Source: an optimization exercise on an open RTL-to-GDS flow (aim: small area and a short achievable clock period). Production flows keep margins and buffers that such runs may drop. In this exercise RTL edits were held to simulation tests only and were not proved equivalent to the original. In every run shown here, the design's own scripts or RTL, not TritonCTS, make the clock network. The flow treats the clock pin as an ideal source. Dropping or thinning the clock tree relies on that and would not hold on a real chip.

$ cat design/flow/flow/run.sh
#!/bin/bash
# Layout: the standard ORFS flow (standard.sh), with these changes:
#  - every port gets a plain buf_1 as its port buffer;
#  - clock tree: two short levels of clock buffers (flow/cts_manual.tcl,
#    8 leaf buffers under 2 root buffers);
#  - the timing repair after CTS and after global routing aims for a setup
#    slack margin of 8.6 ns.
#  Placement settings: none. Repair settings: none.
# Each make call's output goes to its own make_*.log; ORFS keeps each tool's
# log under orfs/logs/.
set -euo pipefail
H=$PWD
B="BUFFER_PORTS_ARGS=-buffer_cell sky130_fd_sc_hd__buf_1"
C="PRE_CTS_TCL=$H/flow/cts_manual.tcl"
bash standard.sh "$B" "$C" synth > make_synth.log 2>&1
bash standard.sh "$B" "$C"  floorplan place > make_place.log 2>&1
bash standard.sh "$B" "$C"  SETUP_SLACK_MARGIN=8.6  cts > make_cts.log 2>&1
bash standard.sh "$B" "$C"  SETUP_SLACK_MARGIN=8.6  finish > make_finish.log 2>&1
$ cat design/flow/flow/cts_manual.tcl
# Sourced by ORFS's cts.tcl as PRE_CTS_TCL. Replaces clock_tree_synthesis
# with a short two-level clock tree: the registers are split by location
# into NLEAF groups of equal size (halving by x, then by y, ...), each driven
# by a leaf clock buffer at the group's centre; the leaf buffers are split
# the same way into NROOT groups, each driven by a root clock buffer at its
# centre. The clock port feeds only the NROOT root buffers, and every
# register sees exactly one root and one leaf buffer.

proc mcts_split { items n } {
  set groups [list $items]
  set axis 0
  while { [llength $groups] < $n } {
    set ng {}
    foreach g $groups {
      set s [lsort -integer -index $axis $g]
      set h [expr { [llength $s] / 2 }]
      lappend ng [lrange $s 0 [expr { $h - 1 }]] [lrange $s $h end]
    }
    set groups $ng
    set axis [expr { 1 - $axis }]
  }
  return $groups
}

proc mcts_drive { block master name in_net group } {
  # group: list of {x y iterm}; returns {cx cy A-iterm}
  set sx 0; set sy 0
  foreach s $group { incr sx [lindex $s 0]; incr sy [lindex $s 1] }
  set n [llength $group]
  set cx [expr { $sx / $n }]
  set cy [expr { $sy / $n }]
  set inst [odb::dbInst_create $block $master $name]
  set net [odb::dbNet_create $block "${name}_net"]
  $net setSigType CLOCK
  [$inst findITerm X] connect $net
  foreach s $group {
    set it [lindex $s 2]
    $it disconnect
    $it connect $net
  }
  $inst setLocation [expr { $cx - [$master getWidth] / 2 }] [expr { $cy - [$master getHeight] / 2 }]
  $inst setPlacementStatus PLACED
  set a [$inst findITerm A]
  $a connect $in_net
  puts "manual_cts: $name drives $n pins at ($cx, $cy)"
  return [list $cx $cy $a]
}

proc manual_cts { } {
  set nleaf 8
  set nroot 2
  if { [info exists ::env(MCTS_NLEAF)] } { set nleaf $::env(MCTS_NLEAF) }
  if { [info exists ::env(MCTS_NROOT)] } { set nroot $::env(MCTS_NROOT) }
  set block [ord::get_db_block]
  set db [ord::get_db]
  set leafcell sky130_fd_sc_hd__clkbuf_16
  set rootcell sky130_fd_sc_hd__clkbuf_16
  if { [info exists ::env(MCTS_LEAF)] } { set leafcell $::env(MCTS_LEAF) }
  if { [info exists ::env(MCTS_ROOT)] } { set rootcell $::env(MCTS_ROOT) }
  set leafm [$db findMaster $leafcell]
  set rootm [$db findMaster $rootcell]
  set clk_net [$block findNet clk]
  set sinks {}
  foreach it [$clk_net getITerms] {
    set bb [[$it getInst] getBBox]
    lappend sinks [list [expr { ([$bb xMin] + [$bb xMax]) / 2 }] \
                        [expr { ([$bb yMin] + [$bb yMax]) / 2 }] $it]
  }
  set leaves {}
  set k 0
  foreach g [mcts_split $sinks $nleaf] {
    lappend leaves [mcts_drive $block $leafm "clkbuf_leaf_$k" $clk_net $g]
    incr k
  }
  set k 0
  foreach g [mcts_split $leaves $nroot] {
    mcts_drive $block $rootm "clkbuf_root_$k" $clk_net $g
    incr k
  }
  $clk_net setSigType CLOCK
  set_propagated_clock [all_clocks]
}

rename clock_tree_synthesis orig_clock_tree_synthesis
proc clock_tree_synthesis { args } {
  manual_cts
}
$ cat design/flow/standard.sh
#!/bin/bash
# synth_recipe.tcl (not shown) runs the flow's synth.tcl, then flattens the netlist and writes it again
# the make line also repeats each setting of config.mk as NAME=value (left out here)
make -C /OpenROAD-flow-scripts/flow DESIGN_CONFIG=/design/flow/config.mk WORK_HOME=/design/flow/orfs CLKGATE_MAP_FILE= SYNTH_SCRIPT=/design/flow/synth_recipe.tcl "${@:-finish}"
$ cat design/flow/config.mk
export PLATFORM = sky130hd
export DESIGN_NAME = fehel_flit_rx
export DESIGN_NICKNAME = fehel_flit_rx
export VERILOG_FILES = /design/flow/design.v
export SDC_FILE = /design/flow/constraint.sdc
export NUM_CORES = 4
export LEC_CHECK = 0
export CAP_MARGIN = 20
export CORE_MARGIN = 2
export CORE_UTILIZATION = 55
export SLEW_MARGIN = 20
$ cat design/flow/constraint.sdc
create_clock -name core_clock -period 12.0 [get_ports {clk}]
set_input_delay 2.4000 -clock core_clock [delete_from_list [all_inputs] [get_ports {clk}]]
set_output_delay 2.4000 -clock core_clock [all_outputs]
set_load 0.01 [all_outputs]
$ cat design/flow/design.v
module fehel_flit_rx (
    input  wire        clk,
    input  wire        rst,
    input  wire        in_valid,
    input  wire [63:0] in_data,
    output reg         res_valid,
    output reg         res_crc_ok,
    output wire        res_ctrl,
    output wire [3:0]  res_err,        
    output wire [4:0]  res_msgs,
    output wire [19:0] res_vc_slots,   
    output wire [11:0] res_fseq,
    output wire [11:0] res_fack
);
    reg  [63:0] u;
    wire [63:0] m_u;
    wire x64 = u[39] ^ u[59];
    wire x65 = u[0] ^ u[56];
    wire x66 = u[46] ^ u[51];
    wire x67 = u[47] ^ u[52];
    wire x68 = u[4] ^ u[58];
    wire x69 = u[8] ^ u[43];
    wire x70 = u[9] ^ u[44];
    wire x71 = u[21] ^ u[26];
    wire x72 = u[15] ^ u[45];
    wire x73 = u[22] ^ u[27];
    wire x74 = u[40] ^ u[60];
    wire x75 = u[41] ^ u[61];
    wire x76 = u[18] ^ u[32];
    wire x77 = u[19] ^ u[33];
    wire x78 = u[20] ^ u[34];
    wire x79 = u[50] ^ u[54];
    wire x80 = u[5] ^ u[12];
    wire x81 = u[48] ^ u[55];
    wire x82 = u[35] ^ u[63];
    wire x83 = u[16] ^ u[53];
    wire x84 = u[6] ^ u[29];
    wire x85 = u[7] ^ u[28];
    wire x86 = u[13] ^ u[49];
    wire x87 = u[10] ^ u[62];
    wire x88 = u[17] ^ u[42];
    wire x89 = u[23] ^ u[30];
    wire x90 = u[24] ^ u[31];
    wire x91 = u[25] ^ x76;
    wire x92 = u[11] ^ x66;
    wire x93 = u[14] ^ u[57];
    wire x94 = u[36] ^ x73;
    wire x95 = x67 ^ x72;
    wire x96 = x64 ^ x68;
    wire x97 = x71 ^ x82;
    wire x98 = u[1] ^ x69;
    wire x99 = u[2] ^ x70;
    wire x100 = u[38] ^ x65;
    wire x101 = x74 ^ x80;
    wire x102 = x77 ^ x79;
    wire x103 = x81 ^ x83;
    wire x104 = u[3] ^ x75;
    wire x105 = u[37] ^ x90;
    wire x106 = u[29] ^ x85;
    wire x107 = u[43] ^ x84;
    wire x108 = u[50] ^ x81;
    wire x109 = u[62] ^ x89;
    wire x110 = u[58] ^ x86;
    wire x111 = u[26] ^ x88;
    wire x112 = u[24] ^ x91;
    wire x113 = u[45] ^ x70;
    wire x114 = u[55] ^ x78;
    wire x115 = u[25] ^ u[42];
    wire x116 = x65 ^ x92;
    wire x117 = u[12] ^ u[37];
    wire x118 = u[10] ^ x100;
    wire x119 = u[7] ^ u[30];
    wire x120 = u[57] ^ x77;
    wire x121 = u[14] ^ x87;
    wire x122 = u[31] ^ x72;
    wire x123 = u[17] ^ x75;
    wire x124 = u[22] ^ u[36];
    wire x125 = x67 ^ x74;
    wire x126 = u[11] ^ u[46];
    wire x127 = u[6] ^ x69;
    wire x128 = u[51] ^ x94;
    wire x129 = u[19] ^ u[63];
    wire x130 = u[27] ^ u[56];
    wire x131 = u[44] ^ x64;
    wire x132 = u[20] ^ x90;
    wire x133 = u[4] ^ u[28];
    wire x134 = u[23] ^ x105;
    wire x135 = u[48] ^ x99;
    wire x136 = x71 ^ x88;
    wire x137 = u[5] ^ u[38];
    wire x138 = u[53] ^ x93;
    wire x139 = x84 ^ x96;
    wire x140 = u[16] ^ u[59];
    wire x141 = u[32] ^ x101;
    wire x142 = u[34] ^ x87;
    wire x143 = u[54] ^ x83;
    wire x144 = u[5] ^ x82;
    wire x145 = u[49] ^ x68;
    wire x146 = u[13] ^ x78;
    wire x147 = u[28] ^ u[45];
    wire x148 = u[0] ^ u[47];
    wire x149 = u[1] ^ u[11];
    wire x150 = u[6] ^ x85;
    wire x151 = u[16] ^ x93;
    wire x152 = u[40] ^ x80;
    wire x153 = u[3] ^ x103;
    wire x154 = x86 ^ x91;
    wire x155 = x73 ^ x104;
    wire x156 = u[35] ^ x71;
    wire x157 = u[9] ^ x97;
    wire x158 = u[30] ^ x116;
    wire x159 = x94 ^ x95;
    wire x160 = u[31] ^ u[33];
    wire x161 = u[60] ^ x102;
    wire x162 = x66 ^ x78;
    wire x163 = u[12] ^ u[53];
    wire x164 = u[3] ^ u[61];
    wire x165 = u[47] ^ x118;
    wire x166 = u[18] ^ u[25];
    wire x167 = u[42] ^ x65;
    wire x168 = u[26] ^ x107;
    wire x169 = u[39] ^ x108;
    wire x170 = u[56] ^ x68;
    wire x171 = u[52] ^ x66;
    wire x172 = x89 ^ x130;
    wire x173 = u[4] ^ x64;
    wire x174 = u[41] ^ x89;
    wire x175 = x67 ^ x98;
    wire x176 = x85 ^ x114;
    wire x177 = u[57] ^ x69;
    wire x178 = u[37] ^ x133;
    wire x179 = x83 ^ x121;
    wire x180 = u[41] ^ x76;
    wire x181 = u[48] ^ x70;
    wire x182 = u[63] ^ x92;
    wire x183 = x77 ^ x111;
    wire x184 = u[15] ^ x67;
    wire x185 = x145 ^ x161;
    wire x186 = u[8] ^ u[22];
    wire x187 = u[14] ^ x97;
    wire x188 = x65 ^ x125;
    wire x189 = u[40] ^ x79;
    wire x190 = u[23] ^ x95;
    wire x191 = x79 ^ x96;
    wire x192 = u[24] ^ u[47];
    wire x193 = u[1] ^ x86;
    wire x194 = x104 ^ x113;
    wire x195 = u[28] ^ u[46];
    wire x196 = x73 ^ x113;
    wire x197 = x102 ^ x119;
    wire x198 = u[10] ^ u[23];
    wire x199 = u[21] ^ u[35];
    wire x200 = x87 ^ x124;
    wire x201 = u[13] ^ x106;
    wire x202 = u[0] ^ x147;
    wire x203 = u[19] ^ u[21];
    wire x204 = u[10] ^ x82;
    wire x205 = x98 ^ x120;
    wire x206 = u[17] ^ x78;
    wire x207 = u[13] ^ x128;
    wire x208 = u[18] ^ x101;
    wire x209 = u[38] ^ x72;
    wire x210 = x109 ^ x149;
    wire x211 = u[2] ^ x75;
    wire x212 = u[15] ^ x129;
    wire x213 = x131 ^ x211;
    wire x214 = x151 ^ x152;
    wire x215 = u[11] ^ x80;
    wire x216 = u[56] ^ x91;
    wire x217 = x85 ^ x132;
    wire x218 = x128 ^ x216;
    wire x219 = u[52] ^ u[53];
    wire x220 = u[54] ^ x84;
    wire x221 = x101 ^ x134;
    wire x222 = x133 ^ x135;
    wire x223 = u[30] ^ x112;
    wire x224 = x102 ^ x176;
    wire x225 = x110 ^ x138;
    wire x226 = u[8] ^ x115;
    wire x227 = x92 ^ x156;
    wire x228 = x121 ^ x139;
    wire x229 = x106 ^ x114;
    wire x230 = x140 ^ x141;
    wire x231 = u[39] ^ x95;
    wire x232 = u[40] ^ x137;
    wire x233 = u[55] ^ x123;
    wire x234 = x70 ^ x178;
    wire x235 = u[39] ^ x84;
    wire x236 = x100 ^ x183;
    wire x237 = x142 ^ x181;
    wire x238 = x143 ^ x182;
    wire x239 = u[37] ^ x144;
    wire x240 = u[41] ^ x162;
    wire x241 = u[45] ^ x117;
    wire x242 = u[59] ^ u[62];
    wire x243 = u[61] ^ x88;
    wire x244 = x68 ^ x186;
    wire x245 = x143 ^ x146;
    wire x246 = u[7] ^ u[31];
    wire x247 = u[14] ^ x126;
    wire x248 = u[15] ^ u[27];
    wire x249 = u[42] ^ u[49];
    wire x250 = u[57] ^ x98;
    wire x251 = u[12] ^ x147;
    wire x252 = u[16] ^ x110;
    wire x253 = u[25] ^ x79;
    wire x254 = x127 ^ x160;
    wire x255 = u[29] ^ x111;
    wire x256 = u[59] ^ x76;
    wire x257 = u[2] ^ x69;
    wire x258 = u[27] ^ x95;
    wire x259 = u[26] ^ x146;
    wire x260 = u[31] ^ x83;
    wire x261 = x125 ^ x196;
    wire x262 = u[13] ^ u[58];
    wire x263 = u[19] ^ u[43];
    wire x264 = u[20] ^ x115;
    wire x265 = u[44] ^ x95;
    wire x266 = u[7] ^ x64;
    wire x267 = u[60] ^ x103;
    wire x268 = u[8] ^ u[32];
    wire x269 = u[34] ^ u[39];
    wire x270 = u[46] ^ u[54];
    wire x271 = u[49] ^ x150;
    wire x272 = x198 ^ x269;
    wire x273 = u[9] ^ u[18];
    wire x274 = u[35] ^ u[53];
    wire x275 = x75 ^ x126;
    wire x276 = x108 ^ x200;
    wire x277 = u[36] ^ x116;
    wire x278 = u[58] ^ x117;
    wire x279 = u[20] ^ x88;
    wire x280 = u[63] ^ x163;
    wire x281 = x81 ^ x166;
    wire x282 = x96 ^ x279;
    wire x283 = x171 ^ x202;
    wire x284 = u[38] ^ x117;
    wire x285 = x109 ^ x159;
    wire x286 = u[47] ^ x204;
    wire x287 = x64 ^ x79;
    wire x288 = x103 ^ x110;
    wire x289 = u[9] ^ x80;
    wire x290 = u[62] ^ x140;
    wire x291 = x112 ^ x123;
    wire x292 = u[6] ^ x166;
    wire x293 = u[50] ^ x87;
    wire x294 = u[63] ^ x73;
    wire x295 = u[17] ^ u[57];
    wire x296 = u[38] ^ x86;
    wire x297 = u[0] ^ x122;
    wire x298 = x80 ^ x118;
    wire x299 = u[44] ^ x184;
    wire x300 = u[60] ^ x76;
    wire x301 = u[61] ^ x99;
    wire x302 = x193 ^ x301;
    wire x303 = x72 ^ x81;
    wire x304 = x99 ^ x109;
    wire x305 = u[58] ^ x78;
    wire x306 = x105 ^ x173;
    wire x307 = x115 ^ x205;
    wire x308 = u[62] ^ x135;
    wire x309 = u[37] ^ x157;
    wire x310 = x74 ^ x154;
    wire x311 = u[22] ^ x98;
    wire x312 = u[7] ^ x155;
    wire x313 = u[51] ^ x167;
    wire x314 = u[33] ^ x74;
    wire x315 = u[2] ^ u[29];
    wire x316 = u[34] ^ x74;
    wire x317 = x64 ^ x94;
    wire x318 = x93 ^ x131;
    wire x319 = x93 ^ x170;
    wire x320 = x209 ^ x168;
    wire x321 = x169 ^ x208;
    wire x322 = x210 ^ x319;
    wire x323 = x207 ^ x320;
    wire x324 = x321 ^ x322;
    wire x325 = x323 ^ x324;
    wire x326 = x105 ^ x110;
    wire x327 = x150 ^ x171;
    wire x328 = x172 ^ x212;
    wire x329 = x213 ^ x214;
    wire x330 = x326 ^ x327;
    wire x331 = x328 ^ x329;
    wire x332 = x330 ^ x331;
    wire x333 = x111 ^ x173;
    wire x334 = x174 ^ x215;
    wire x335 = x153 ^ x175;
    wire x336 = x217 ^ x333;
    wire x337 = x334 ^ x218;
    wire x338 = x335 ^ x336;
    wire x339 = x337 ^ x338;
    wire x340 = x69 ^ x130;
    wire x341 = x219 ^ x120;
    wire x342 = x136 ^ x220;
    wire x343 = x340 ^ x154;
    wire x344 = x341 ^ x342;
    wire x345 = x221 ^ x222;
    wire x346 = x343 ^ x344;
    wire x347 = x345 ^ x346;
    wire x348 = u[10] ^ x137;
    wire x349 = x113 ^ x348;
    wire x350 = x155 ^ x168;
    wire x351 = x225 ^ x349;
    wire x352 = x223 ^ x224;
    wire x353 = x350 ^ x351;
    wire x354 = x352 ^ x353;
    wire x355 = u[44] ^ x122;
    wire x356 = x172 ^ x226;
    wire x357 = x227 ^ x355;
    wire x358 = x356 ^ x224;
    wire x359 = x228 ^ x357;
    wire x360 = x358 ^ x359;
    wire x361 = x90 ^ x177;
    wire x362 = x157 ^ x159;
    wire x363 = x229 ^ x361;
    wire x364 = x158 ^ x230;
    wire x365 = x362 ^ x363;
    wire x366 = x364 ^ x365;
    wire x367 = u[50] ^ x69;
    wire x368 = x160 ^ x91;
    wire x369 = x232 ^ x367;
    wire x370 = x179 ^ x227;
    wire x371 = x231 ^ x233;
    wire x372 = x234 ^ x368;
    wire x373 = x369 ^ x370;
    wire x374 = x371 ^ x372;
    wire x375 = x373 ^ x374;
    wire x376 = x152 ^ x180;
    wire x377 = x235 ^ x159;
    wire x378 = x237 ^ x376;
    wire x379 = x236 ^ x238;
    wire x380 = x377 ^ x378;
    wire x381 = x379 ^ x380;
    wire x382 = x124 ^ x100;
    wire x383 = x106 ^ x111;
    wire x384 = x184 ^ x179;
    wire x385 = x239 ^ x240;
    wire x386 = x382 ^ x383;
    wire x387 = x185 ^ x384;
    wire x388 = x385 ^ x386;
    wire x389 = x387 ^ x388;
    wire x390 = x242 ^ x241;
    wire x391 = x243 ^ x244;
    wire x392 = x187 ^ x188;
    wire x393 = x245 ^ x390;
    wire x394 = x391 ^ x392;
    wire x395 = x393 ^ x394;
    wire x396 = u[45] ^ x163;
    wire x397 = x123 ^ x189;
    wire x398 = x396 ^ x139;
    wire x399 = x157 ^ x397;
    wire x400 = x158 ^ x398;
    wire x401 = x399 ^ x400;
    wire x402 = u[41] ^ u[42];
    wire x403 = u[48] ^ x246;
    wire x404 = x402 ^ x247;
    wire x405 = x403 ^ x118;
    wire x406 = x168 ^ x190;
    wire x407 = x191 ^ x404;
    wire x408 = x405 ^ x406;
    wire x409 = x407 ^ x408;
    wire x410 = x119 ^ x192;
    wire x411 = x248 ^ x249;
    wire x412 = x92 ^ x103;
    wire x413 = x131 ^ x410;
    wire x414 = x411 ^ x141;
    wire x415 = x250 ^ x412;
    wire x416 = x413 ^ x414;
    wire x417 = x415 ^ x416;
    wire x418 = x123 ^ x251;
    wire x419 = x253 ^ x135;
    wire x420 = x188 ^ x252;
    wire x421 = x254 ^ x418;
    wire x422 = x419 ^ x420;
    wire x423 = x421 ^ x422;
    wire x424 = u[7] ^ x66;
    wire x425 = x108 ^ x138;
    wire x426 = x142 ^ x193;
    wire x427 = x256 ^ x424;
    wire x428 = x194 ^ x255;
    wire x429 = x425 ^ x426;
    wire x430 = x427 ^ x428;
    wire x431 = x429 ^ x430;
    wire x432 = u[18] ^ u[42];
    wire x433 = x82 ^ x432;
    wire x434 = x121 ^ x257;
    wire x435 = x433 ^ x258;
    wire x436 = x434 ^ x158;
    wire x437 = x185 ^ x435;
    wire x438 = x436 ^ x437;
    wire x439 = u[14] ^ u[18];
    wire x440 = x129 ^ x164;
    wire x441 = x195 ^ x439;
    wire x442 = x100 ^ x109;
    wire x443 = x260 ^ x440;
    wire x444 = x441 ^ x139;
    wire x445 = x259 ^ x442;
    wire x446 = x443 ^ x261;
    wire x447 = x444 ^ x445;
    wire x448 = x446 ^ x447;
    wire x449 = x79 ^ x124;
    wire x450 = x163 ^ x262;
    wire x451 = x263 ^ x92;
    wire x452 = x97 ^ x132;
    wire x453 = x150 ^ x256;
    wire x454 = x449 ^ x450;
    wire x455 = x233 ^ x451;
    wire x456 = x452 ^ x453;
    wire x457 = x454 ^ x165;
    wire x458 = x455 ^ x456;
    wire x459 = x457 ^ x458;
    wire x460 = u[32] ^ u[37];
    wire x461 = u[59] ^ x68;
    wire x462 = x71 ^ x460;
    wire x463 = x127 ^ x232;
    wire x464 = x264 ^ x461;
    wire x465 = x462 ^ x197;
    wire x466 = x265 ^ x463;
    wire x467 = x464 ^ x465;
    wire x468 = x466 ^ x467;
    wire x469 = x71 ^ x137;
    wire x470 = x266 ^ x469;
    wire x471 = x196 ^ x240;
    wire x472 = x254 ^ x267;
    wire x473 = x470 ^ x471;
    wire x474 = x472 ^ x473;
    wire x475 = u[56] ^ x199;
    wire x476 = x268 ^ x270;
    wire x477 = x243 ^ x272;
    wire x478 = x475 ^ x476;
    wire x479 = x271 ^ x477;
    wire x480 = x478 ^ x261;
    wire x481 = x479 ^ x480;
    wire x482 = u[23] ^ u[33];
    wire x483 = u[40] ^ u[45];
    wire x484 = x192 ^ x273;
    wire x485 = x274 ^ x482;
    wire x486 = x483 ^ x106;
    wire x487 = x177 ^ x275;
    wire x488 = x484 ^ x485;
    wire x489 = x276 ^ x486;
    wire x490 = x487 ^ x488;
    wire x491 = x489 ^ x490;
    wire x492 = u[29] ^ u[49];
    wire x493 = u[54] ^ x129;
    wire x494 = x192 ^ x492;
    wire x495 = x174 ^ x226;
    wire x496 = x278 ^ x493;
    wire x497 = x494 ^ x237;
    wire x498 = x495 ^ x496;
    wire x499 = x277 ^ x497;
    wire x500 = x498 ^ x499;
    wire x501 = u[15] ^ u[49];
    wire x502 = x273 ^ x501;
    wire x503 = x144 ^ x264;
    wire x504 = x502 ^ x128;
    wire x505 = x134 ^ x188;
    wire x506 = x503 ^ x228;
    wire x507 = x504 ^ x505;
    wire x508 = x506 ^ x507;
    wire x509 = u[21] ^ u[51];
    wire x510 = u[52] ^ u[55];
    wire x511 = x65 ^ x73;
    wire x512 = x75 ^ x129;
    wire x513 = x509 ^ x510;
    wire x514 = x96 ^ x241;
    wire x515 = x511 ^ x512;
    wire x516 = x513 ^ x112;
    wire x517 = x179 ^ x201;
    wire x518 = x514 ^ x515;
    wire x519 = x516 ^ x517;
    wire x520 = x518 ^ x519;
    wire x521 = u[27] ^ u[36];
    wire x522 = x521 ^ x102;
    wire x523 = x127 ^ x280;
    wire x524 = x281 ^ x282;
    wire x525 = x283 ^ x522;
    wire x526 = x523 ^ x524;
    wire x527 = x525 ^ x526;
    wire x528 = x78 ^ x126;
    wire x529 = x203 ^ x138;
    wire x530 = x181 ^ x284;
    wire x531 = x528 ^ x191;
    wire x532 = x271 ^ x529;
    wire x533 = x530 ^ x285;
    wire x534 = x531 ^ x532;
    wire x535 = x533 ^ x534;
    wire x536 = u[20] ^ u[21];
    wire x537 = x66 ^ x186;
    wire x538 = x536 ^ x106;
    wire x539 = x209 ^ x287;
    wire x540 = x537 ^ x286;
    wire x541 = x288 ^ x538;
    wire x542 = x539 ^ x221;
    wire x543 = x540 ^ x541;
    wire x544 = x542 ^ x543;
    wire x545 = x71 ^ x270;
    wire x546 = x145 ^ x289;
    wire x547 = x290 ^ x545;
    wire x548 = x250 ^ x258;
    wire x549 = x546 ^ x547;
    wire x550 = x291 ^ x548;
    wire x551 = x549 ^ x550;
    wire x552 = u[5] ^ u[59];
    wire x553 = x148 ^ x195;
    wire x554 = x262 ^ x552;
    wire x555 = x99 ^ x292;
    wire x556 = x293 ^ x294;
    wire x557 = x553 ^ x554;
    wire x558 = x183 ^ x267;
    wire x559 = x555 ^ x556;
    wire x560 = x557 ^ x558;
    wire x561 = x559 ^ x560;
    wire x562 = u[30] ^ x148;
    wire x563 = x164 ^ x295;
    wire x564 = x152 ^ x200;
    wire x565 = x212 ^ x296;
    wire x566 = x562 ^ x563;
    wire x567 = x176 ^ x191;
    wire x568 = x564 ^ x565;
    wire x569 = x566 ^ x567;
    wire x570 = x568 ^ x569;
    wire x571 = u[20] ^ u[30];
    wire x572 = u[41] ^ x140;
    wire x573 = x571 ^ x94;
    wire x574 = x97 ^ x177;
    wire x575 = x284 ^ x572;
    wire x576 = x297 ^ x573;
    wire x577 = x574 ^ x575;
    wire x578 = x576 ^ x577;
    wire x579 = u[62] ^ x76;
    wire x580 = x107 ^ x108;
    wire x581 = x122 ^ x136;
    wire x582 = x579 ^ x214;
    wire x583 = x234 ^ x580;
    wire x584 = x581 ^ x158;
    wire x585 = x582 ^ x583;
    wire x586 = x584 ^ x585;
    wire x587 = u[1] ^ u[17];
    wire x588 = u[31] ^ x66;
    wire x589 = x119 ^ x587;
    wire x590 = x107 ^ x120;
    wire x591 = x180 ^ x294;
    wire x592 = x588 ^ x589;
    wire x593 = x252 ^ x265;
    wire x594 = x590 ^ x591;
    wire x595 = x592 ^ x298;
    wire x596 = x593 ^ x594;
    wire x597 = x595 ^ x596;
    wire x598 = u[4] ^ x66;
    wire x599 = x242 ^ x94;
    wire x600 = x257 ^ x260;
    wire x601 = x598 ^ x141;
    wire x602 = x229 ^ x299;
    wire x603 = x599 ^ x600;
    wire x604 = x236 ^ x601;
    wire x605 = x602 ^ x603;
    wire x606 = x604 ^ x605;
    wire x607 = u[21] ^ u[28];
    wire x608 = u[33] ^ u[48];
    wire x609 = x295 ^ x607;
    wire x610 = x608 ^ x172;
    wire x611 = x235 ^ x300;
    wire x612 = x609 ^ x175;
    wire x613 = x194 ^ x239;
    wire x614 = x245 ^ x610;
    wire x615 = x611 ^ x612;
    wire x616 = x613 ^ x614;
    wire x617 = x615 ^ x616;
    wire x618 = u[43] ^ x80;
    wire x619 = x85 ^ x90;
    wire x620 = x248 ^ x274;
    wire x621 = x136 ^ x272;
    wire x622 = x618 ^ x619;
    wire x623 = x620 ^ x116;
    wire x624 = x161 ^ x621;
    wire x625 = x622 ^ x302;
    wire x626 = x623 ^ x624;
    wire x627 = x625 ^ x626;
    wire x628 = u[2] ^ u[11];
    wire x629 = u[35] ^ u[44];
    wire x630 = x84 ^ x87;
    wire x631 = x164 ^ x628;
    wire x632 = x629 ^ x114;
    wire x633 = x151 ^ x189;
    wire x634 = x251 ^ x630;
    wire x635 = x631 ^ x112;
    wire x636 = x175 ^ x632;
    wire x637 = x633 ^ x634;
    wire x638 = x207 ^ x635;
    wire x639 = x636 ^ x637;
    wire x640 = x638 ^ x639;
    wire x641 = u[3] ^ u[17];
    wire x642 = u[25] ^ u[41];
    wire x643 = x68 ^ x77;
    wire x644 = x117 ^ x219;
    wire x645 = x641 ^ x642;
    wire x646 = x303 ^ x643;
    wire x647 = x644 ^ x645;
    wire x648 = x187 ^ x201;
    wire x649 = x304 ^ x646;
    wire x650 = x647 ^ x277;
    wire x651 = x648 ^ x649;
    wire x652 = x650 ^ x651;
    wire x653 = u[0] ^ x87;
    wire x654 = x249 ^ x125;
    wire x655 = x127 ^ x287;
    wire x656 = x305 ^ x653;
    wire x657 = x134 ^ x153;
    wire x658 = x182 ^ x654;
    wire x659 = x655 ^ x656;
    wire x660 = x657 ^ x658;
    wire x661 = x659 ^ x660;
    wire x662 = u[5] ^ x70;
    wire x663 = x97 ^ x220;
    wire x664 = x266 ^ x662;
    wire x665 = x225 ^ x663;
    wire x666 = x664 ^ x285;
    wire x667 = x291 ^ x665;
    wire x668 = x666 ^ x667;
    wire x669 = x201 ^ x306;
    wire x670 = x238 ^ x298;
    wire x671 = x307 ^ x669;
    wire x672 = x670 ^ x671;
    wire x673 = u[4] ^ u[8];
    wire x674 = x79 ^ x673;
    wire x675 = x206 ^ x674;
    wire x676 = x190 ^ x675;
    wire x677 = x218 ^ x308;
    wire x678 = x676 ^ x677;
    wire x679 = u[5] ^ u[18];
    wire x680 = u[24] ^ u[49];
    wire x681 = x198 ^ x679;
    wire x682 = x680 ^ x120;
    wire x683 = x681 ^ x153;
    wire x684 = x283 ^ x682;
    wire x685 = x309 ^ x683;
    wire x686 = x684 ^ x685;
    wire x687 = u[17] ^ u[24];
    wire x688 = u[26] ^ u[54];
    wire x689 = x86 ^ x87;
    wire x690 = x89 ^ x263;
    wire x691 = x687 ^ x688;
    wire x692 = x101 ^ x138;
    wire x693 = x162 ^ x281;
    wire x694 = x689 ^ x690;
    wire x695 = x691 ^ x231;
    wire x696 = x692 ^ x693;
    wire x697 = x694 ^ x695;
    wire x698 = x696 ^ x697;
    wire x699 = u[19] ^ x130;
    wire x700 = x132 ^ x189;
    wire x701 = x275 ^ x292;
    wire x702 = x699 ^ x187;
    wire x703 = x288 ^ x299;
    wire x704 = x700 ^ x701;
    wire x705 = x702 ^ x703;
    wire x706 = x704 ^ x705;
    wire x707 = x85 ^ x137;
    wire x708 = x148 ^ x149;
    wire x709 = x203 ^ x107;
    wire x710 = x143 ^ x174;
    wire x711 = x707 ^ x708;
    wire x712 = x282 ^ x709;
    wire x713 = x710 ^ x711;
    wire x714 = x310 ^ x712;
    wire x715 = x713 ^ x714;
    wire x716 = u[14] ^ x81;
    wire x717 = x84 ^ x132;
    wire x718 = x136 ^ x716;
    wire x719 = x197 ^ x208;
    wire x720 = x213 ^ x311;
    wire x721 = x717 ^ x718;
    wire x722 = x719 ^ x720;
    wire x723 = x721 ^ x722;
    wire x724 = x203 ^ x114;
    wire x725 = x122 ^ x127;
    wire x726 = x304 ^ x313;
    wire x727 = x724 ^ x725;
    wire x728 = x310 ^ x312;
    wire x729 = x726 ^ x727;
    wire x730 = x728 ^ x729;
    wire x731 = u[4] ^ u[23];
    wire x732 = u[32] ^ u[46];
    wire x733 = u[52] ^ x77;
    wire x734 = x731 ^ x732;
    wire x735 = x97 ^ x151;
    wire x736 = x167 ^ x293;
    wire x737 = x733 ^ x734;
    wire x738 = x194 ^ x217;
    wire x739 = x311 ^ x735;
    wire x740 = x736 ^ x737;
    wire x741 = x738 ^ x739;
    wire x742 = x740 ^ x741;
    wire x743 = u[6] ^ u[8];
    wire x744 = u[14] ^ u[46];
    wire x745 = x743 ^ x744;
    wire x746 = x99 ^ x136;
    wire x747 = x146 ^ x280;
    wire x748 = x314 ^ x745;
    wire x749 = x169 ^ x746;
    wire x750 = x747 ^ x748;
    wire x751 = x165 ^ x223;
    wire x752 = x749 ^ x750;
    wire x753 = x751 ^ x752;
    wire x754 = u[25] ^ u[36];
    wire x755 = u[38] ^ u[55];
    wire x756 = x84 ^ x89;
    wire x757 = x148 ^ x199;
    wire x758 = x246 ^ x754;
    wire x759 = x755 ^ x104;
    wire x760 = x142 ^ x289;
    wire x761 = x756 ^ x757;
    wire x762 = x758 ^ x759;
    wire x763 = x760 ^ x761;
    wire x764 = x185 ^ x762;
    wire x765 = x763 ^ x764;
    wire x766 = u[6] ^ u[61];
    wire x767 = x119 ^ x149;
    wire x768 = x268 ^ x766;
    wire x769 = x144 ^ x767;
    wire x770 = x768 ^ x259;
    wire x771 = x276 ^ x306;
    wire x772 = x313 ^ x769;
    wire x773 = x770 ^ x771;
    wire x774 = x772 ^ x773;
    wire x775 = u[33] ^ u[52];
    wire x776 = x119 ^ x315;
    wire x777 = x775 ^ x122;
    wire x778 = x244 ^ x776;
    wire x779 = x154 ^ x169;
    wire x780 = x777 ^ x778;
    wire x781 = x309 ^ x779;
    wire x782 = x780 ^ x781;
    wire x783 = u[9] ^ u[12];
    wire x784 = x86 ^ x126;
    wire x785 = x783 ^ x142;
    wire x786 = x300 ^ x784;
    wire x787 = x139 ^ x153;
    wire x788 = x205 ^ x297;
    wire x789 = x785 ^ x786;
    wire x790 = x787 ^ x788;
    wire x791 = x789 ^ x790;
    wire x792 = x170 ^ x206;
    wire x793 = x247 ^ x197;
    wire x794 = x286 ^ x792;
    wire x795 = x230 ^ x302;
    wire x796 = x793 ^ x794;
    wire x797 = x795 ^ x796;
    wire x798 = u[40] ^ x89;
    wire x799 = x160 ^ x315;
    wire x800 = x96 ^ x98;
    wire x801 = x156 ^ x206;
    wire x802 = x798 ^ x799;
    wire x803 = x155 ^ x800;
    wire x804 = x801 ^ x802;
    wire x805 = x165 ^ x803;
    wire x806 = x804 ^ x805;
    wire x807 = u[3] ^ u[5];
    wire x808 = u[42] ^ u[57];
    wire x809 = x90 ^ x199;
    wire x810 = x807 ^ x808;
    wire x811 = x180 ^ x316;
    wire x812 = x809 ^ x810;
    wire x813 = x210 ^ x317;
    wire x814 = x811 ^ x812;
    wire x815 = x222 ^ x813;
    wire x816 = x814 ^ x815;
    wire x817 = u[2] ^ x77;
    wire x818 = x115 ^ x124;
    wire x819 = x104 ^ x107;
    wire x820 = x145 ^ x202;
    wire x821 = x204 ^ x817;
    wire x822 = x818 ^ x134;
    wire x823 = x141 ^ x819;
    wire x824 = x820 ^ x821;
    wire x825 = x822 ^ x823;
    wire x826 = x824 ^ x825;
    wire x827 = x162 ^ x167;
    wire x828 = x278 ^ x303;
    wire x829 = x314 ^ x112;
    wire x830 = x318 ^ x827;
    wire x831 = x828 ^ x312;
    wire x832 = x829 ^ x830;
    wire x833 = x831 ^ x832;
    wire x834 = x75 ^ x195;
    wire x835 = x156 ^ x170;
    wire x836 = x290 ^ x296;
    wire x837 = x316 ^ x834;
    wire x838 = x190 ^ x835;
    wire x839 = x836 ^ x837;
    wire x840 = x307 ^ x838;
    wire x841 = x839 ^ x840;
    wire x842 = u[24] ^ u[43];
    wire x843 = u[46] ^ u[50];
    wire x844 = u[60] ^ x75;
    wire x845 = x83 ^ x93;
    wire x846 = x148 ^ x842;
    wire x847 = x843 ^ x144;
    wire x848 = x305 ^ x844;
    wire x849 = x845 ^ x846;
    wire x850 = x255 ^ x317;
    wire x851 = x847 ^ x848;
    wire x852 = x849 ^ x308;
    wire x853 = x850 ^ x851;
    wire x854 = x852 ^ x853;
    wire x855 = u[22] ^ u[29];
    wire x856 = u[55] ^ x86;
    wire x857 = x88 ^ x164;
    wire x858 = x855 ^ x97;
    wire x859 = x178 ^ x215;
    wire x860 = x253 ^ x856;
    wire x861 = x857 ^ x318;
    wire x862 = x858 ^ x859;
    wire x863 = x860 ^ x165;
    wire x864 = x861 ^ x862;
    wire x865 = x863 ^ x864;
    assign m_u[0] = x325;
    assign m_u[1] = x332;
    assign m_u[2] = x339;
    assign m_u[3] = x347;
    assign m_u[4] = x354;
    assign m_u[5] = x360;
    assign m_u[6] = x366;
    assign m_u[7] = x375;
    assign m_u[8] = x381;
    assign m_u[9] = x389;
    assign m_u[10] = x395;
    assign m_u[11] = x401;
    assign m_u[12] = x409;
    assign m_u[13] = x417;
    assign m_u[14] = x423;
    assign m_u[15] = x431;
    assign m_u[16] = x438;
    assign m_u[17] = x448;
    assign m_u[18] = x459;
    assign m_u[19] = x468;
    assign m_u[20] = x474;
    assign m_u[21] = x481;
    assign m_u[22] = x491;
    assign m_u[23] = x500;
    assign m_u[24] = x508;
    assign m_u[25] = x520;
    assign m_u[26] = x527;
    assign m_u[27] = x535;
    assign m_u[28] = x544;
    assign m_u[29] = x551;
    assign m_u[30] = x561;
    assign m_u[31] = x570;
    assign m_u[32] = x578;
    assign m_u[33] = x586;
    assign m_u[34] = x597;
    assign m_u[35] = x606;
    assign m_u[36] = x617;
    assign m_u[37] = x627;
    assign m_u[38] = x640;
    assign m_u[39] = x652;
    assign m_u[40] = x661;
    assign m_u[41] = x668;
    assign m_u[42] = x672;
    assign m_u[43] = x678;
    assign m_u[44] = x686;
    assign m_u[45] = x698;
    assign m_u[46] = x706;
    assign m_u[47] = x715;
    assign m_u[48] = x723;
    assign m_u[49] = x730;
    assign m_u[50] = x742;
    assign m_u[51] = x753;
    assign m_u[52] = x765;
    assign m_u[53] = x774;
    assign m_u[54] = x782;
    assign m_u[55] = x791;
    assign m_u[56] = x797;
    assign m_u[57] = x806;
    assign m_u[58] = x816;
    assign m_u[59] = x826;
    assign m_u[60] = x833;
    assign m_u[61] = x841;
    assign m_u[62] = x854;
    assign m_u[63] = x865;
    reg  [5:0]  beat;
    wire        first = (beat == 6'd0);
    always @(posedge clk) begin
        if (in_valid)
            u <= (m_u | {64{first}}) ^ in_data;
    end
    wire crc_good = &u;
    reg        hdr_ev;     
    reg        slot_ev;    
    reg        last_ev;    
    reg  [7:0] op_r;
    reg  [4:0] len_r;
    wire [5:0] beat_inc   = beat + 6'd1;
    wire       slot_beat  = beat[0] && (beat != 6'd63);
    wire       last_beat  = (beat == 6'd63);
    always @(posedge clk) begin
        op_r    <= in_data[7:0];
        len_r   <= in_data[12:8];
        hdr_ev  <= !rst && in_valid && first;
        slot_ev <= !rst && in_valid && slot_beat;
        last_ev <= !rst && in_valid && last_beat;
        if (rst || in_valid)
            beat <= beat_inc & {6{!rst}};
    end
    reg  [11:0] fseq;
    reg  [11:0] fack;
    reg         ctrl;
    reg         ftype_err;
    wire [3:0]  h_ftype = ~u[63:60];
    wire [4:0]  h_cont  = ~u[35:31];
    wire        h_data  = (h_ftype == 4'h0);
    always @(posedge clk) begin
        if (hdr_ev) begin
            fseq      <= ~u[59:48];
            fack      <= ~u[47:36];
            ctrl      <= (h_ftype == 4'h1);
            ftype_err <= (h_ftype > 4'h1);
        end
    end
    function op_known;
        input [7:0] op;
        begin
            case (op)
                8'h00, 8'h01, 8'h02, 8'h03, 8'h04, 8'h05,
                8'h10, 8'h11, 8'h12, 8'h13, 8'h14, 8'h1F,
                8'h20, 8'h21, 8'h22, 8'h23, 8'h24, 8'h25, 8'h2F,
                8'h30, 8'h31, 8'h32, 8'h33,
                8'h40, 8'h41, 8'h4F: op_known = 1'b1;
                default:             op_known = 1'b0;
            endcase
        end
    endfunction
    function len_ok;
        input [7:0] op;
        input [4:0] len;
        begin
            case (op)
                8'h10, 8'h21, 8'h30: len_ok = (len == 5'd4);
                8'h11, 8'h40:        len_ok = (len == 5'd16);
                8'h12:               len_ok = (len >= 5'd1) && (len <= 5'd16);
                8'h22:               len_ok = (len == 5'd5);
                8'h25, 8'h33:        len_ok = (len <= 5'd16);
                8'h32:               len_ok = (len == 5'd0) || (len == 5'd4);
                default:             len_ok = (len == 5'd0);
            endcase
        end
    endfunction
    reg         walking;
    reg  [4:0]  rem;
    reg         counted;
    reg  [1:0]  cur_vc;
    reg         cont_err;
    reg         opcode_err;
    reg         len_err;
    reg  [4:0]  msgs;
    reg  [4:0]  vc0, vc1, vc2, vc3;
    reg  [4:0]  carry;
    reg  [1:0]  carry_vc;
    wire        rem_nz  = (rem != 5'd0);
    wire        known   = op_known(op_r);
    wire        lok     = len_ok(op_r, len_r);
    wire        has_vc  = (op_r[7:4] != 4'h0);
    wire [1:0]  op_vc   = op_r[5:4] - 2'd1;
    wire        step    = slot_ev && walking;
    wire        s_cont  = step && rem_nz;
    wire        s_msg   = step && !rem_nz && known && lok;
    wire        inc     = (s_cont && counted) || (s_msg && has_vc);
    wire [1:0]  inc_vc  = rem_nz ? cur_vc : op_vc;
    always @(posedge clk) begin
        if (hdr_ev) begin
            walking    <= h_data;
            rem        <= h_data ? h_cont : 5'd0;
            cont_err   <= h_data && (h_cont != carry);
            counted    <= h_data && (h_cont == carry);
            cur_vc     <= carry_vc;
            opcode_err <= 1'b0;
            len_err    <= 1'b0;
            msgs       <= 5'd0;
            vc0        <= 5'd0;
            vc1        <= 5'd0;
            vc2        <= 5'd0;
            vc3        <= 5'd0;
        end else if (step) begin
            if (rem_nz) begin
                rem <= rem - 5'd1;
            end else if (!known) begin
                opcode_err <= 1'b1;
                walking    <= 1'b0;
            end else if (!lok) begin
                len_err    <= 1'b1;
                walking    <= 1'b0;
            end else begin
                rem <= len_r;
                if (op_r != 8'h00)
                    msgs <= msgs + 5'd1;
                counted <= has_vc;
                if (has_vc)
                    cur_vc <= op_vc;
            end
            if (inc && inc_vc == 2'd0) vc0 <= vc0 + 5'd1;
            if (inc && inc_vc == 2'd1) vc1 <= vc1 + 5'd1;
            if (inc && inc_vc == 2'd2) vc2 <= vc2 + 5'd1;
            if (inc && inc_vc == 2'd3) vc3 <= vc3 + 5'd1;
        end
    end
    wire any_err = ftype_err | cont_err | opcode_err | len_err;
    wire carry_ld = last_ev && crc_good && (any_err || !ctrl);
    always @(posedge clk) begin
        res_crc_ok <= crc_good;
        res_valid  <= !rst && last_ev;
        if (rst || carry_ld) begin
            carry    <= (any_err || rst) ? 5'd0 : rem;
            carry_vc <= (any_err || rst) ? 2'd0 : cur_vc;
        end
    end
    assign res_ctrl     = ctrl;
    assign res_err      = {len_err, opcode_err, cont_err, ftype_err};
    assign res_msgs     = msgs;
    assign res_vc_slots = {vc3, vc2, vc1, vc0};
    assign res_fseq     = fseq;
    assign res_fack     = fack;
endmodule
==> results of run 1 <==
==> logic make-up after synthesis <==
logic type | share of synthesized area
AO/OA/AOI/OAI | 0.0347
flip-flops | 0.293
XOR/XNOR | 0.543
AND/OR/NAND/NOR | 0.0734
multiplexers | 0.00646
buffers and inverters | 0.0375
adder cells (fa/ha/maj) | 0.0119
==> critical path, delay by kind of cell, from the launching register on <==
kind / cells / cell delay, ns
xor+xnor: 7 / 2.46
flops: 1 / 0.70
simple gates: 1 / 0.06
==> worst max-delay path by stage <==
stage                                         to  slack (ns)
after floorplan           carry[0]$_SDFFCE_PP0P_        8.81
after global placement         beat[3]$_DFFE_PP_        7.83
after detailed placement       beat[3]$_DFFE_PP_        7.78
after CTS                        u[28]$_DFFE_PP_        8.61
after global routing             u[38]$_DFFE_PP_        8.53
final                            u[36]$_DFFE_PP_        8.52
==> cells in the mapped netlist (4+ instances only) <==
library cell / count
sky130_fd_sc_hd__a21oi_1: 15
sky130_fd_sc_hd__xor2_2: 5
sky130_fd_sc_hd__o21ai_0: 8
sky130_fd_sc_hd__xnor2_2: 10
sky130_fd_sc_hd__nor2_1: 98
sky130_fd_sc_hd__nand3_1: 16
sky130_fd_sc_hd__and3_1: 5
sky130_fd_sc_hd__clkbuf_1: 32
sky130_fd_sc_hd__a31o_2: 5
sky130_fd_sc_hd__xor2_4: 4
sky130_fd_sc_hd__dfxtp_1: 46
sky130_fd_sc_hd__xnor2_4: 4
sky130_fd_sc_hd__nor4_1: 5
sky130_fd_sc_hd__inv_1: 41
sky130_fd_sc_hd__or3_1: 5
sky130_fd_sc_hd__o31ai_1: 7
sky130_fd_sc_hd__buf_4: 6
sky130_fd_sc_hd__nand2_1: 27
sky130_fd_sc_hd__mux2i_1: 5
sky130_fd_sc_hd__buf_2: 43
sky130_fd_sc_hd__or4_1: 4
sky130_fd_sc_hd__ha_1: 14
sky130_fd_sc_hd__nor2b_1: 7
sky130_fd_sc_hd__xnor3_1: 9
sky130_fd_sc_hd__xnor2_1: 649
sky130_fd_sc_hd__nand4_1: 21
sky130_fd_sc_hd__a31oi_1: 5
sky130_fd_sc_hd__xor2_1: 185
sky130_fd_sc_hd__nor3_1: 9
sky130_fd_sc_hd__edfxtp_1: 113
sky130_fd_sc_hd__and2_1: 6
==> metrics by stage <==
stage	utilization	cell area, um^2	hold WS (ns)	cells	setup WS (ns)
detailed placement	0.588	15400	0.475	1859	7.78
global placement	0.587	15400	0.454	1859	7.83
CTS	0.605	15900	0.486	1880	8.61
floorplan	-	14700	0.439	1462	8.81
finish	0.614	16100	0.478	1899	8.52
global route	0.614	16100	0.508	1899	8.53
==> cell type report <==
cell class / instances / area (um^2)
multi-input cells: 1177 / 10000
inverters: 42 / 158
repair buffers: 176 / 903
flip-flops and latches: 159 / 4320
fillers: 2314 / 10100
well taps: 335 / 419
plain buffers: 10 / 250
==> sequential cells by signal, indices dropped and copies added (netlist names), 2 cells and up, named ones only <==
| signal | count |
|---|---|
| beat | 6 |
| carry | 5 |
| carry_vc | 2 |
| cur_vc | 2 |
| fack | 12 |
| fseq | 12 |
| len_r | 5 |
| msgs | 5 |
| op_r | 8 |
| rem | 5 |
| u | 64 |
| vc0 | 5 |
| vc1 | 5 |
| vc2 | 5 |
| vc3 | 5 |
==> repair_timing <==
item	4_1_cts	5_1_grt
endpoints found under the hold margin	0	0
cloned	0	0
pin swaps	2	1
setup endpoints to repair	66	24
buffers inserted	11	19
gates resized for setup	16	10
==> layer usage <==
metal | global-route usage | vias to the layer above | share of wire
li1 | - | 4852 | -
met1 | 0.464 | 5184 | 0.38
met2 | 0.606 | 643 | 0.45
met3 | 0.0681 | 187 | 0.093
met4 | 0.243 | 0 | 0.081
met5 | 0 | - | 0
==> implementation parameters, run 1 <==
Parameter                              Value

Status
  Run status ... timing/DRC/antenna clean

Routing
  Number of DRC violations after detailed-routing iteration 0 ... 1126
  Length of the first detailed-routing pass in iterations ... 6
  Routed Antenna Nets ... 0
  Via count of the routed design ... 10900
  DRC viols ... 0
  Average detailed-routed wire length per instance ... 28.1 um
  Via/cell ratio ... 5.72
  Routed WL ... 53400 um

Clock network
  Reg clk slew, reported paths ... 0.09 ns
  Clock latency at the later pin of the worst-skew pair ... 0.36 ns
  Quantity of hold-fixing buffers added after cts ... 0

Min path
  Hold depth ... 1
  Path type of the worst min-delay path ... reg2reg
  Worst Hold Path EP ... res_valid$_DFF_P_
  Startpoint of the most critical hold path ... last_ev$_DFF_P_

Placed design
  Number of buffers inserted by port buffering ... 122
  Global placement routability congestion ... 1.13
  Final HPWL from detailed placement ... 41600 um

Worst setup path
  Setup Crit Path Kind ... reg2reg
  Critical path, cell by cell ... xor2_1 -> xnor2_1 -> xnor2_1 -> xor2_1 -> xnor2_1 -> xnor2_1 -> nor2_1 -> xnor2_1
  Crit path arrival time ... 3.60 ns
  Logic depth of the worst register-to-register path ... 8
  Kind of capture point of the worst setup path ... flop
  Most numerous cell on the critical path ... sky130_fd_sc_hd__xnor2_1
  Startpoint type of the worst setup path ... flop
  Slack of the worst reg-to-reg path ... 8.52 ns
  Slowest cell on crit path ... sky130_fd_sc_hd__xnor2_1
  Critical path required time ... 12.12 ns
  R2r endpoint ... u[36]$_DFFE_PP_
  Start point of the critical path ... u[9]$_DFFE_PP_
  Delay contributed by the slowest stage of the critical path ... 0.78 ns
  Reg-to-reg critical path startpoint ... u[9]$_DFFE_PP_
  Maximum fanout along the worst path ... 8

Floorplanning
  Die Width ... 168 um
  Num rows ... 59
  Die boundary height ... 168 um
  Top Ports ... 123
  Core area ... 0.0262 mm^2
  Initial core utilization ... 0.562
  Die Outline Area ... 0.0281 mm^2

Synth
  Syn_nets ... 1543
  Yosys warning count ... 1
  Yosys top cell area share ... 0.386
  Post-synth EDFFs ... 113
  Post-Syn Instances ... 1462
  Async S/R FF share, synth ... 0
  Number of register bits inferred by synthesis ... 159
  Mean post-synth cell area ... 10.1 um^2
  Synth Flop Type ... sky130_fd_sc_hd__edfxtp_1
  Total standard cell area after synthesis ... 0.0147 mm^2
  Number of unique standard cell types used by synthesis ... 62
  Sequential element share of the synthesized area ... 0.293
  Area leader, netlist ... sky130_fd_sc_hd__xnor2_1
  Largest cells by area after synthesis ... sky130_fd_sc_hd__xnor2_1, sky130_fd_sc_hd__edfxtp_1, sky130_fd_sc_hd__xor2_1, sky130_fd_sc_hd__dfxtp_1, sky130_fd_sc_hd__nor2_1

STA
  Setup repair after global routing missed its margin ... yes
  Final number of hold-violating endpoints ... 0
  Actual transition at the worst max-transition pin ... 1.23 ns
  Final critical-path share of the clock period ... 0.290
  Highest attainable clock frequency ... 288 MHz
  Final count of negative-setup-slack endpoints ... 0
  Clock Skews ... 0.0576 ns
  Fin crit period ... 3.48 ns
  Worst slew margin relative to its limit ... 0.174
  Max-slew violation total from the final report ... 0
  Setup Total Neg Slack ... 0 ns

GRT
  Initial antenna violation count ... 0
  Global-route wire length before repair ... 75300 um
  Remaining global-route overflow ... 0
  GRT Util Overall ... 0.376
  Number of global-route vias before repair ... 10800
  Maximum number of pins on one net before global-route repair ... 63

Flow run
  Maxcap violations ... 0

Final layout
  Commonest cells after routing, fill and taps aside ... sky130_fd_sc_hd__xnor2_1, sky130_fd_sc_hd__xor2_1, sky130_fd_sc_hd__buf_1
  Ant diodes ... 0
  Share of post-route cells with drive strength above 1 ... 0.0844
  Commonest non-fill, non-tap cell in the layout ... sky130_fd_sc_hd__xnor2_1
  Layout Area Growth over Synthesis ... 9.25%
  Final net count ... 1647
==> run 2, diff against run 1 <==
==> design/flow/flow/run.sh (replaced) <==
#!/bin/bash
# Layout: the standard ORFS flow (standard.sh), with these changes:
#  - every port gets a plain buf_1 as its port buffer;
#  - clock tree: two short levels of clock buffers (flow/cts_manual.tcl,
#    8 leaf buffers under 2 root buffers);
#  - the timing repair after CTS and after global routing aims for a setup
#    slack margin of 8.8 ns.
#  Placement settings: none. Repair settings: none.
# Each make call's output goes to its own make_*.log; ORFS keeps each tool's
# log under orfs/logs/.
set -euo pipefail
H=$PWD
B="BUFFER_PORTS_ARGS=-buffer_cell sky130_fd_sc_hd__buf_1"
C="PRE_CTS_TCL=$H/flow/cts_manual.tcl"
bash standard.sh "$B" "$C" synth > make_synth.log 2>&1
bash standard.sh "$B" "$C"  floorplan place > make_place.log 2>&1
bash standard.sh "$B" "$C"  SETUP_SLACK_MARGIN=8.8  cts > make_cts.log 2>&1
bash standard.sh "$B" "$C"  SETUP_SLACK_MARGIN=8.8  finish > make_finish.log 2>&1
==> run 2 against run 1 <==
  * Maximum frequency grew 5.8%
  * Final area increased by 6.1%
  * Synthesized area is the same
  * Utilization up 3.8 points
  * Synthesized cell count did not move
  * Setup slack better by 0.19 ns
  * Global-route usage grew 1.3 points
  * Wire length rose by 4.0%
==> implementation parameters, run 2 <==
Parameter                              Value

Status
  Run status ... timing/DRC/antenna clean

Flow run
  Maxcap violations ... 0

Synth
  Post-synth EDFFs ... 113
  Mean post-synth cell area ... 10.1 um^2
  Syn_nets ... 1543
  Number of unique standard cell types used by synthesis ... 62
  Yosys top cell area share ... 0.386
  Yosys warning count ... 1
  Largest cells by area after synthesis ... sky130_fd_sc_hd__xnor2_1, sky130_fd_sc_hd__edfxtp_1, sky130_fd_sc_hd__xor2_1, sky130_fd_sc_hd__dfxtp_1, sky130_fd_sc_hd__nor2_1
  Synth Flop Type ... sky130_fd_sc_hd__edfxtp_1
  Async S/R FF share, synth ... 0
  Post-Syn Instances ... 1462
  Number of register bits inferred by synthesis ... 159
  Total standard cell area after synthesis ... 0.0147 mm^2
  Area leader, netlist ... sky130_fd_sc_hd__xnor2_1
  Most frequent cells after synthesis ... sky130_fd_sc_hd__xnor2_1, sky130_fd_sc_hd__xor2_1, sky130_fd_sc_hd__edfxtp_1
  Sequential element share of the synthesized area ... 0.293
  Most frequently used cell type in the post-synthesis netlist ... sky130_fd_sc_hd__xnor2_1

STA
  Highest attainable clock frequency ... 304 MHz
  Max-slew violation total from the final report ... 0
  Crit path setup slack, layout ... 8.71 ns
  Clock Skews ... 0.0612 ns
  Final count of negative-setup-slack endpoints ... 0
  Final number of hold-violating endpoints ... 0
  Final critical-path share of the clock period ... 0.274
  Post-Route Hold Slack ... 0.479 ns
  Setup repair after global routing missed its margin ... yes
  Fin crit period ... 3.29 ns
  Worst slew margin relative to its limit ... 0.329
  Actual transition at the worst max-transition pin ... 1.00 ns
  Setup Total Neg Slack ... 0 ns

Final layout
  Commonest cells after routing, fill and taps aside ... sky130_fd_sc_hd__xnor2_1, sky130_fd_sc_hd__xor2_1, sky130_fd_sc_hd__buf_4
  Commonest non-fill, non-tap cell in the layout ... sky130_fd_sc_hd__xnor2_1
  Ant diodes ... 0
  Largest reg by FF count ... u
  Core utilization of the finished layout ... 0.651
  Share of post-route cells with drive strength above 1 ... 0.187
  Final net count ... 1720
  Max reg flops ... 64
  Largest registers ... u (64), fack (12), fseq (12)
  Layout Area Growth over Synthesis ... 16.0%

GRT
  Maximum number of pins on one net before global-route repair ... 63
  GRT Util Overall ... 0.389
  Number of global-route vias before repair ... 11200
  Remaining global-route overflow ... 0
  Initial antenna violation count ... 0
  Global-route wire length before repair ... 77900 um

Worst setup path
  Maximum fanout along the worst path ... 1
  Setup Crit Path Kind ... reg2out
  Critical path, cell by cell ... buf_1
  Slowest cell on crit path ... sky130_fd_sc_hd__edfxtp_1
  Critical path required time ... 9.60 ns
  Crit path arrival time ... 0.89 ns
  Kind of capture point of the worst setup path ... output pin
  Kind of cell adding the most delay to the critical path ... flip-flops
  Startpoint type of the worst setup path ... flop
  Delay contributed by the slowest stage of the critical path ... 0.38 ns
  Crit path buffers/inverters ... 1

Placed design
  Final HPWL from detailed placement ... 41600 um
  Pre-CTS setup slack ... 7.78 ns
  Global placement routability congestion ... 1.13
  Number of buffers inserted by port buffering ... 122

Routing
  Routed WL ... 55500 um
  Number of DRC violations after detailed-routing iteration 0 ... 1289
  DRC viols ... 0
  Length of the first detailed-routing pass in iterations ... 5
  Via count of the routed design ... 11200
  Via/cell ratio ... 5.69
  Routed Antenna Nets ... 0
  Average detailed-routed wire length per instance ... 28.2 um

Floorplanning
  Core area ... 0.0262 mm^2
  Initial core utilization ... 0.562
  Num rows ... 59
  Die Outline Area ... 0.0281 mm^2
  Top Ports ... 123
  Die boundary height ... 168 um
  Die Width ... 168 um

Min path
  Path type of the worst min-delay path ... reg2reg

Clock network
  Clock latency at the later pin of the worst-skew pair ... 0.37 ns
  Reg clk slew, reported paths ... 0.10 ns
==> run 2: layer usage <==
metal,vias to the layer above,global-route usage,share of wire
met5,-,0,0
met4,0,0.260,0.083
met3,208,0.0820,0.098
met2,668,0.629,0.45
met1,5349,0.469,0.36
li1,4992,-,-
==> run 2: worst paths after layout <==
kind,from,endpoint,slack (ns),cells past startpoint
setup / recovery,fseq[11]$_DFFE_PP_,res_fseq[11],8.71,1
hold / removal,last_ev$_DFF_P_,res_valid$_DFF_P_,0.48,1
setup reg to reg,u[9]$_DFFE_PP_,u[14]$_DFFE_PP_,8.78,8
hold reg to reg,last_ev$_DFF_P_,res_valid$_DFF_P_,0.48,1
==> run 2: cell families (layout without fill, tap and decap cells) <==
group,count (synthesis),after routing,synth area share
xor gates and xnor gates,867,867,0.543
AOI/OAI and AO/OA,65,65,0.0347
and+or+nand+nor,222,222,0.0734
muxes,9,9,0.00646
buffers and inverters,126,301,0.0375
DFF,159,159,0.293
adders and majority gates,14,14,0.0119
==> run 2: final cells by class <==
class                           count  area [um^2]
Fill cell                        2230         9140
Buffer                             10          250
Inverter                           42          158
Timing Repair Buffer              249         1620
Multi-Input combinational cell   1177        10300
Sequential cell                   159         4350
Tap cell                          335          419
==> run 2: what timing repair did <==
item                       in CTS  in global routing
setup buffers                  54                 49
resized for setup             101                 48
cloned                          0                  0
setup endpoints to repair     143                106
hold buffers                    0                  0
pin swaps                       4                  5
==> run 2: stage by stage <==
step                instances  instance area, um^2
floorplan                1462                14700
global placement         1859                15400
CTS                      1923                16500
global route             1972                17100
detailed placement       1859                15400
finish                   1972                17100
==> run 3, diff against run 2 <==
==> design/flow/flow/run.sh (replaced) <==
#!/bin/bash
# Layout: the standard ORFS flow (standard.sh), with these changes:
#  - every port gets a plain buf_1 as its port buffer;
#  - clock tree: two short levels of clock buffers (flow/cts_manual.tcl,
#    8 leaf buffers under 4 root buffers);
#  - the timing repair after CTS and after global routing aims for a setup
#    slack margin of 8.7 ns.
#  Placement settings: none. Repair settings: none.
# Each make call's output goes to its own make_*.log; ORFS keeps each tool's
# log under orfs/logs/.
set -euo pipefail
H=$PWD
B="BUFFER_PORTS_ARGS=-buffer_cell sky130_fd_sc_hd__buf_1"
C="PRE_CTS_TCL=$H/flow/cts_manual.tcl"
bash standard.sh "$B" "$C" synth > make_synth.log 2>&1
bash standard.sh "$B" "$C"  floorplan place > make_place.log 2>&1
bash standard.sh "$B" "$C"  SETUP_SLACK_MARGIN=8.7  cts > make_cts.log 2>&1
bash standard.sh "$B" "$C"  SETUP_SLACK_MARGIN=8.7  finish > make_finish.log 2>&1
--- a/design/flow/flow/cts_manual.tcl
+++ b/design/flow/flow/cts_manual.tcl
@@ -48,7 +48,7 @@
 
 proc manual_cts { } {
   set nleaf 8
-  set nroot 2
+  set nroot 4
   if { [info exists ::env(MCTS_NLEAF)] } { set nleaf $::env(MCTS_NLEAF) }
   if { [info exists ::env(MCTS_NROOT)] } { set nroot $::env(MCTS_NROOT) }
   set block [ord::get_db_block]
==> run 3 against run 2 <==
  * Still clean
  * Critical path depth rose by 7
  * Clock skew shrank 0.026 ns
  * Setup slack worse by 0.045 ns
  * Utilization decreased by 2.2 points
  * Synthesized area is the same
  * Sequential share of layout area grew 0.67 points
  * Final area fell by 3.3%
==> implementation parameters, run 3 <==
Parameter                              Value

Routing
  Average detailed-routed wire length per instance ... 28.0 um
  Routed length on met1 ... 20400 um
  Via/cell ratio ... 5.73

Final layout
  Multi-input logic area ... 0.0101 mm^2
  Commonest cells after routing, fill and taps aside ... sky130_fd_sc_hd__xnor2_1, sky130_fd_sc_hd__xor2_1, sky130_fd_sc_hd__buf_1
  Filler cell count in the final layout ... 2286
  Commonest non-fill, non-tap cell in the layout ... sky130_fd_sc_hd__xnor2_1
  Largest reg by FF count ... u
  Final net count ... 1681
  Max reg flops ... 64

Worst setup path
  Capture point of the worst path ... u[59]$_DFFE_PP_
  Maximum fanout along the worst path ... 8
  Start point of the critical path ... u[5]$_DFFE_PP_
  Number of gates on the worst path with buffers counted ... 8
  Crit path arrival time ... 3.39 ns
  Startpoint type of the worst setup path ... flop
  R2r endpoint ... u[59]$_DFFE_PP_
  Kind of capture point of the worst setup path ... flop
  Delay contributed by the slowest stage of the critical path ... 0.95 ns
  Slack of the worst reg-to-reg path ... 8.67 ns
  Slowest cell on crit path ... sky130_fd_sc_hd__edfxtp_1

Synth
  Number of register bits inferred by synthesis ... 159
  Post-Syn Instances ... 1462
  Number of unique standard cell types used by synthesis ... 62
  Sequential element share of the synthesized area ... 0.293
  Total standard cell area after synthesis ... 0.0147 mm^2
  Yosys top cell area share ... 0.386
  Post-synth EDFFs ... 113
  Async S/R FF share, synth ... 0
  Most frequently used cell type in the post-synthesis netlist ... sky130_fd_sc_hd__xnor2_1
  Largest cells by area after synthesis ... sky130_fd_sc_hd__xnor2_1, sky130_fd_sc_hd__edfxtp_1, sky130_fd_sc_hd__xor2_1, sky130_fd_sc_hd__dfxtp_1, sky130_fd_sc_hd__nor2_1

Status
  Run status ... timing/DRC/antenna clean

Floorplanning
  Die Width ... 168 um
  Num rows ... 59
  Core area ... 0.0262 mm^2
  Die Outline Area ... 0.0281 mm^2

STA
  Worst slew margin relative to its limit ... 0.184
  Final number of hold-violating endpoints ... 0
  Actual transition at the worst max-transition pin ... 1.22 ns
  Final critical-path share of the clock period ... 0.278

Min path
  Path type of the worst min-delay path ... reg2reg

Flow run
  Maxcap violations ... 0

GRT
  Maximum number of pins on one net before global-route repair ... 63
  Number of global-route vias before repair ... 10900
  GRT Util Overall ... 0.378
  Remaining global-route overflow ... 0

Clock network
  Reg clk slew, reported paths ... 0.09 ns
==> run 3: cell count changes in the layout (fill, tap and decap cells not counted), moves of 6 or more <==
cell / previous run / this run
sky130_fd_sc_hd__xor2_1: 168 / 176
sky130_fd_sc_hd__buf_4: 122 / 81
sky130_fd_sc_hd__buf_2: 18 / 0
sky130_fd_sc_hd__xnor2_2: 31 / 25
sky130_fd_sc_hd__buf_1: 68 / 120
sky130_fd_sc_hd__dfxtp_2: 25 / 4
sky130_fd_sc_hd__xor2_2: 16 / 10
sky130_fd_sc_hd__buf_6: 9 / 0
sky130_fd_sc_hd__xnor2_1: 625 / 632
sky130_fd_sc_hd__dfxtp_1: 19 / 42
sky130_fd_sc_hd__clkbuf_2: 26 / 1
==> run 3: final cells by class <==
type,count,share of cell area
buffer,12,0.0182
inverter,42,0.00955
multi-input combinational,1177,0.614
sequential,159,0.262
tap,335,0.0254
timing repair buffer,208,0.0714
==> run 3: logic make-up (layout without fill, tap and decap cells) <==
family,Yosys count,count (layout),synth area share
simple gates,222,222,0.0734
fa+ha+maj,14,14,0.0119
buf+inv,126,262,0.0375
xor+xnor,867,867,0.543
flops,159,159,0.293
mux,9,9,0.00646
compound gates,65,65,0.0347
==> run 3: worst min-delay path by stage <==
stage,endpoint,startpoint,cells after the start
after floorplan,res_valid$_DFF_P_,last_ev$_DFF_P_,1
after global placement,res_valid$_DFF_P_,last_ev$_DFF_P_,1
after detailed placement,res_valid$_DFF_P_,last_ev$_DFF_P_,1
after CTS,res_valid$_DFF_P_,last_ev$_DFF_P_,1
after global routing,res_valid$_DFF_P_,last_ev$_DFF_P_,1
final,res_valid$_DFF_P_,last_ev$_DFF_P_,1
==> run 3: timing repair <==
action	in CTS	in global routing
pin swaps	3	4
hold buffers	0	0
setup endpoints to repair	81	58
hold endpoints to repair	0	0
gates resized for setup	23	20
buffers inserted	19	43
==> run 3: metrics by stage <==
step                      instances   util  setup slack, ns  hold slack, ns
after global routing           1933  0.630             8.59           0.508
after CTS                      1890  0.612             8.69           0.486
after floorplan                1462      -             8.81           0.439
final                          1933  0.630             8.67           0.483
after global placement         1859  0.587             7.83           0.454
after detailed placement       1859  0.588             7.78           0.475
==> run 3: layer usage <==
metal / vias up / GRT usage
met5: - / 0
met4: 0 / 0.249
met3: 203 / 0.0730
met2: 685 / 0.605
met1: 5257 / 0.468
li1: 4926 / -
==> run 3: worst reg2reg max path: stages (launching register included) <==
cell and delay (ns):
sky130_fd_sc_hd__edfxtp_1 0.95, sky130_fd_sc_hd__xnor2_2 0.23, sky130_fd_sc_hd__xor2_2 0.44, sky130_fd_sc_hd__xnor2_1 0.33
sky130_fd_sc_hd__xor2_1 0.45, sky130_fd_sc_hd__xnor2_1 0.16, sky130_fd_sc_hd__xnor2_1 0.29, sky130_fd_sc_hd__nor2_1 0.10
sky130_fd_sc_hd__xnor2_1 0.17

[static timing again, ports no longer ideal]
The results above use ideal ports. As a check the final layouts listed here were re-extracted and re-timed, cells and wires unchanged.
Step 1 sets driving cells, clkbuf_16 on the clock port and buf_2 on the other inputs (assumed; they add their load-dependent delay and slew).
Step 2 adds t to the input delays and takes it off the output delays; t is the mean of the earliest and latest rising clock arrival at the registers after step 1. Input paths then give back, and output paths get back, about the clock's delay inside the block.
Three values: ideal, step 1, step 2; two values: the first two.
run | shift t [ns] | slack for setup (ns) | worst hold slack (ns) | slew at the worst register clock pin (ns)
run 1 | 0.408 | 8.525 / 8.525 / 8.335 | 0.478 / 0.478 / 0.478 | 0.10 / 0.10
run 2 | 0.410 | 8.714 / 8.640 / 8.450 | 0.479 / 0.479 / 0.479 | 0.10 / 0.10
run 3 | 0.405 | 8.669 / 8.627 / 8.456 | 0.483 / 0.483 / 0.483 | 0.09 / 0.09
After both steps every run listed still meets setup and hold. The setup slack of run 2, which loses most, moves by -0.074 ns with the drivers and by -0.264 ns with both steps.
